Source: an optimization exercise on an open RTL-to-GDS flow (aim: small area, a short achievable clock period and few clock cycles per item). Production flows keep margins and buffers that such runs may drop.
In this exercise RTL edits were held to simulation tests only and were not proved equivalent to the original.

**flow/config.mk**
```make
export PLATFORM = sky130hd
export DESIGN_NAME = sv_cascade
export DESIGN_NICKNAME = sv_cascade
export VERILOG_FILES = /design/flow/design.v
export SDC_FILE = /design/flow/constraint.sdc
export NUM_CORES = 4
export LEC_CHECK = 0
export CAP_MARGIN = 20
export CORE_MARGIN = 2
export CORE_UTILIZATION = 40
export SLEW_MARGIN = 20
```
**flow/constraint.sdc**
```tcl
create_clock -name core_clock -period 22.0 [get_ports {clk}]
set_input_delay 4.4000 -clock core_clock [delete_from_list [all_inputs] [get_ports {clk}]]
set_output_delay 4.4000 -clock core_clock [all_outputs]
set_load 0.01 [all_outputs]
```
**flow/design.v**
```verilog
module sv_cascade (
    input  wire        clk,
    input  wire        rst,
    input  wire        cfg_we,
    input  wire [4:0]  cfg_addr,
    input  wire [31:0] cfg_wdata,
    input  wire        clr,
    input  wire        in_valid,
    output wire        in_ready,
    input  wire [31:0] in_data,
    output reg         out_valid,
    output reg  [31:0] out_data,
    output reg         out_sat
);
    localparam [1:0] S_IDLE = 2'd0,
                     S_MAC  = 2'd1,
                     S_WB   = 2'd2,
                     S_DONE = 2'd3;
    localparam signed [71:0] ACC_MAX = {1'b0, {71{1'b1}}};
    localparam signed [71:0] ACC_MIN = {1'b1, {71{1'b0}}};
    localparam signed [71:0] Y_MAX   = 72'sd2147483647;
    localparam signed [71:0] Y_MIN   = -72'sd2147483648;
    reg [2:0]  cp_nsec;
    reg [31:0] coef [0:19];      
    reg [24:0] shifts [0:3];
    reg [31:0] x1 [0:3];
    reg [31:0] x2 [0:3];
    reg [31:0] y1 [0:3];
    reg [31:0] y2 [0:3];
    wire [2:0] nsec = (cp_nsec > 3'd4) ? 3'd4 : cp_nsec;
    reg [1:0]         st;
    reg [1:0]         sec;       
    reg [2:0]         k;         
    reg signed [71:0] acc;
    reg [31:0]        v;         
    reg               satf;      
    reg               acc_clip;  
    assign in_ready = (st == S_IDLE);
    reg [31:0] c_sel;
    reg [31:0] op_sel;
    reg [4:0]  s_sel;
    always @* begin
        c_sel = coef[{3'd0, sec} * 5 + {2'd0, k}];
        case (k)
            3'd0:    op_sel = v;
            3'd1:    op_sel = x1[sec];
            3'd2:    op_sel = x2[sec];
            3'd3:    op_sel = y1[sec];
            default: op_sel = y2[sec];
        endcase
        case (k)
            3'd0:    s_sel = shifts[sec][4:0];
            3'd1:    s_sel = shifts[sec][9:5];
            3'd2:    s_sel = shifts[sec][14:10];
            3'd3:    s_sel = shifts[sec][19:15];
            default: s_sel = shifts[sec][24:20];
        endcase
    end
    wire signed [63:0] prod   = $signed(c_sel) * $signed(op_sel);
    wire signed [71:0] prod_x = {{8{prod[63]}}, prod};
    wire signed [71:0] rnd    = (s_sel == 5'd0) ? 72'sd0 : (72'sd1 <<< (s_sel - 5'd1));
    wire signed [71:0] term   = (prod_x + rnd) >>> s_sel;
    wire signed [72:0] sum    = (k >= 3'd3) ? ({acc[71], acc} - {term[71], term})
                                            : ({acc[71], acc} + {term[71], term});
    wire               sum_hi = (sum > $signed({1'b0, ACC_MAX}));
    wire               sum_lo = (sum < $signed({1'b1, ACC_MIN}));
    wire signed [71:0] sum_s  = sum_hi ? ACC_MAX : sum_lo ? ACC_MIN : sum[71:0];
    wire               y_hi   = (acc > Y_MAX);
    wire               y_lo   = (acc < Y_MIN);
    wire [31:0]        y_new  = y_hi ? 32'h7FFF_FFFF : y_lo ? 32'h8000_0000 : acc[31:0];
    integer i;
    always @(posedge clk) begin
        if (rst) begin
            st        <= S_IDLE;
            sec       <= 2'd0;
            k         <= 3'd0;
            acc       <= 72'sd0;
            v         <= 32'd0;
            satf      <= 1'b0;
            acc_clip  <= 1'b0;
            out_valid <= 1'b0;
            cp_nsec   <= 3'd0;
            for (i = 0; i < 20; i = i + 1)
                coef[i] <= 32'd0;
            for (i = 0; i < 4; i = i + 1) begin
                shifts[i] <= 25'd0;
                x1[i]     <= 32'd0;
                x2[i]     <= 32'd0;
                y1[i]     <= 32'd0;
                y2[i]     <= 32'd0;
            end
        end else begin
            out_valid <= 1'b0;
            if (cfg_we) begin
                if (cfg_addr == 5'd0)
                    cp_nsec <= cfg_wdata[2:0];
                else if (cfg_addr >= 5'd4 && cfg_addr < 5'd28) begin
                    if ((cfg_addr - 5'd4) % 6 == 5)
                        shifts[(cfg_addr - 5'd4) / 6] <= cfg_wdata[24:0];
                    else
                        coef[((cfg_addr - 5'd4) / 6) * 5 + (cfg_addr - 5'd4) % 6] <= cfg_wdata;
                end
            end
            if (clr) begin
                for (i = 0; i < 4; i = i + 1) begin
                    x1[i] <= 32'd0;
                    x2[i] <= 32'd0;
                    y1[i] <= 32'd0;
                    y2[i] <= 32'd0;
                end
            end
            case (st)
                S_IDLE: begin
                    if (in_valid) begin
                        v        <= in_data;
                        sec      <= 2'd0;
                        k        <= 3'd0;
                        acc      <= 72'sd0;
                        satf     <= 1'b0;
                        acc_clip <= 1'b0;
                        st       <= (nsec == 3'd0) ? S_DONE : S_MAC;
                    end
                end
                S_MAC: begin
                    acc <= sum_s;
                    if (sum_hi || sum_lo)
                        acc_clip <= 1'b1;
                    if (k == 3'd4)
                        st <= S_WB;
                    else
                        k <= k + 3'd1;
                end
                S_WB: begin
                    x2[sec] <= x1[sec];
                    x1[sec] <= v;
                    y2[sec] <= y1[sec];
                    y1[sec] <= y_new;
                    v       <= y_new;
                    satf    <= satf | acc_clip | y_hi | y_lo;
                    if ({1'b0, sec} + 3'd1 == nsec) begin
                        st <= S_DONE;
                    end else begin
                        sec      <= sec + 2'd1;
                        k        <= 3'd0;
                        acc      <= 72'sd0;
                        acc_clip <= 1'b0;
                        st       <= S_MAC;
                    end
                end
                default: begin  
                    out_valid <= 1'b1;
                    out_data  <= v;
                    out_sat   <= satf;
                    st        <= S_IDLE;
                end
            endcase
        end
    end
endmodule
```
**flow/run.sh**
```bash
#!/bin/bash
# synth_recipe.tcl (not shown) runs the flow's synth.tcl, then flattens the netlist and writes it again
# the make line also repeats each setting of config.mk as NAME=value (left out here)
make -C /OpenROAD-flow-scripts/flow DESIGN_CONFIG=/design/flow/config.mk WORK_HOME=/design/flow/orfs CLKGATE_MAP_FILE= SYNTH_SCRIPT=/design/flow/synth_recipe.tcl finish
```
==> impl_metrics.csv <==
group,metric,value,unit
detailed_routing,route.met2.wl,207300,um
placement,gp_congestion,0.9813,
timing,period_needed,20650,ps
setup_path,critPathSlowestCell,"fa_1",
setup_path,worst_r2r_path_depth,52,
timing,timing.fmax,48.43,MHz
final_layout,area_growth,9.675,%
yosys,synthArstFlopShare,0,%
setup_path,critPathLaunchType,"flip-flop",
yosys,avgSynthCellArea,11.51,um^2
setup_path,cp.required,22710,ps
cts,cts_buffer_depth,4,
cts,cts-resized-gates,0,
setup_path,critPathCaptureType,"flip-flop",
cts,htreeDepth,4,
yosys,synth.top_cell.area_share,38.66,%
yosys,synth.most_common_cell,"edfxtp_1",
setup_path,cp_common_cell,"fa_1",
setup_path,worstPathMaxFanout,84,
cts,clock_latency,920,ps
yosys,synth_edf_count,1669,
cts,cts-buffers-inserted,191,
detailed_routing,vias,91990,
yosys,yosys-top-cells-area,"edfxtp_1 39%, fa_1 18%, mux4_2 8.1%",
die,die_w,573.3,um
placement,hpwl,318600,um
run,cap_violations,0,
cts,cts_setup_buffers,0,
timing,tightest_slew,1236,ps
timing,timing.final.crit_share,93.86,%
global_route,grt_use_total,26.54,%
timing,setup_violations,0,
timing,final_max_slew_viol_count,0,
placement,io_buffers,108,
detailed_routing,top_layer,"met5",
yosys,yosysWarnings,1,
yosys,synth-main-ff-cell,"edfxtp_1",
cts,cts_tree,"built",
global_route,antenna_found_initial,35,
detailed_routing,wl,438700,um
die,dieArea,328700,um^2
timing,holdWs,473.0,ps
setup_path,cpPeakStageDelay,1090,ps
die,io_pins,109,
global_route,grt_pass1_vias,94860,
final_layout,drive_above_1_share,11.85,%
die,rows,209,
yosys,synth-seq-cells,1788,
hold_path,min_path_type,"reg -> reg",
timing,grt_setup_unrepaired,"no",
detailed_routing,wl_per_cell,28.17,um
setup_path,crit_arrival,21360,ps
global_route,grt_pass1_wl,650000,um
timing,hold_violations,0,
setup_path,crit_type,"reg -> reg",
yosys,synth_commonest_cells,"1669 x edfxtp_1, 1238 x nand2_1, 1146 x fa_1",
yosys,synthDistinctLibCells,123,
global_route,grt_start_max_net_pins,130,
final_layout,nets,12630,
detailed_routing,dr.first_iter.drc_count,10500,
yosys,synth_top_area_cell,"edfxtp_1",
yosys,synth_area,129600,um^2
global_route,gr-total-overflow,0,
detailed_routing,wl_met1,180800,um
final_layout,fillers,29990,
detailed_routing,drtAntennaViolNets,0,
detailed_routing,met3_length,36680,um
yosys,syn_nets,12810,
timing,fin_setup_tns,0,ps
cts,hold_buffers,0,
cts,cts_root_buf,"clkbuf_16",
cts,cts.sink_count,1788,
hold_path,min_path_cells,2,
timing,relSlewSlack,17.31,%
timing,skew,103.2,ps
yosys,syn_inst,11260,
yosys,ys_seq_area_share,40.50,%
detailed_routing,viasPerCell,5.908,
die,die_h,573.3,um
die,start_util,40.11,%
cts,clk_pin_slew,60,ps
outcome,outcome,"complete, no violations",
die,core,323200,um^2
detailed_routing,drc,0,
detailed_routing,firstDrtPassIters,8,
==> path summary, 6_finish.rpt <==
path | start | to | slack [ps]
min reg2reg | acc[4] | acc[4] | 470
min | acc[4] | acc[4] | 470
max | flip-flop | acc[19] | 1350
max reg2reg | flip-flop | acc[19] | 1350
==> metrics by stage <==
step | cells | utilization (%) | cell area [um^2] | worst slack, ps
after global routing | 15560 | 43.98 | 142200 | 172.9
after global placement | 15210 | 42.01 | 135800 | 1689
final | 15570 | 43.99 | 142200 | 1350
after CTS | 15560 | 43.98 | 142200 | 1486
after detailed placement | 15210 | 42.04 | 135900 | 1616
after floorplan | 11260 | - | 129600 | 4649
==> sequential cells by signal, summed over array words and instances, names as in the netlist, named ones only <==
| signal | count |
|---|---|
| y2 | 128 |
| st | 2 |
| v | 32 |
| acc_clip | 1 |
| acc | 72 |
| x2 | 128 |
| coef | 1024 |
| shifts | 100 |
| out_data | 32 |
| x1 | 128 |
| out_sat | 1 |
| out_valid | 1 |
| k | 3 |
| cp_nsec | 3 |
| sec | 2 |
| y1 | 128 |
| satf | 1 |
==> routing by layer <==
metal	track usage, %	up-vias
li1	-	39050
met1	36.64	48100
met2	42.99	4161
met3	4.671	657
met4	7.476	18
met5	0	-
==> area by class of cell <==
cell class                      instances  area, um^2  area share [%]
Sequential cell                      1788       52510           36.93
Clock inverter                        116        1181          0.8308
Multi-Input combinational cell       7569       70260           49.42
Timing Repair Buffer                  411        3481           2.448
Inverter                             1120        4204           2.957
Antenna cell                            9       22.52         0.01584
Clock buffer                          232        5106           3.591
Tap cell                             4325        5411           3.806
==> cells in the final DEF, fill, tap and decap left out, types with 309 or more instances in the layout <==
cell,count
and3_1,309
and2_1,795
nor2_1,591
ha_1,320
inv_1,1119
nand2_1,1229
a21oi_1,405
edfxtp_1,1669
mux4_2,464
fa_1,1145
==> cell families (layout without fill, tap and decap cells) <==
logic type / count (synthesis) / count (layout) / synth area share [%]
XOR/XNOR: 169 / 169 / 1.148
AO/OA/AOI/OAI: 1638 / 1638 / 8.488
AND/OR/NAND/NOR: 3698 / 3698 / 14.20
multiplexers: 590 / 590 / 9.089
adder cells (fa/ha/maj): 1473 / 1473 / 20.85
other: 1 / 10 / 0.002893
flip-flops: 1788 / 1788 / 40.50
buffers and inverters: 1904 / 1879 / 5.716
==> worst max-delay path: cells and delay by family (launching register included) <==
family	cells	cell delay (ps)
fa+ha+maj	10	5860
xor+xnor	2	860
buf+inv	10	2190
compound gates	18	5720
flops	1	880
simple gates	11	3990
mux	1	640
Testbench counts, summed over its fixed seeds: cycles 134,400, items 8,192.

re-timing with driven ports:
In the flow no input, the clock included, has a driving cell. The finished layout below was timed again as built, in two steps. Step 1 (the two cells are an assumption about what drives the block):
set clk [get_ports {clk}]
set_driving_cell -lib_cell sky130_fd_sc_hd__clkbuf_16 $clk
set_driving_cell -lib_cell sky130_fd_sc_hd__buf_2 [delete_from_list [all_inputs] $clk]
Step 2 times the ports against the registers' clock, not the clock port: input delays grow and output delays shrink by t, the midpoint of the rising clock arrivals with the driver on. Three values: ideal ports, drivers, drivers and shift; two values: the first two.
t, ns: 0.991
setup WS [ns]: 1.350 / 1.350 / 1.350
latest minus earliest clock arrival (ns): 0.104 / 0.103
After both steps setup and hold are still met in this run. For this run, drivers alone change the setup slack by 0.000 ns; drivers and shift together by 0.000 ns.
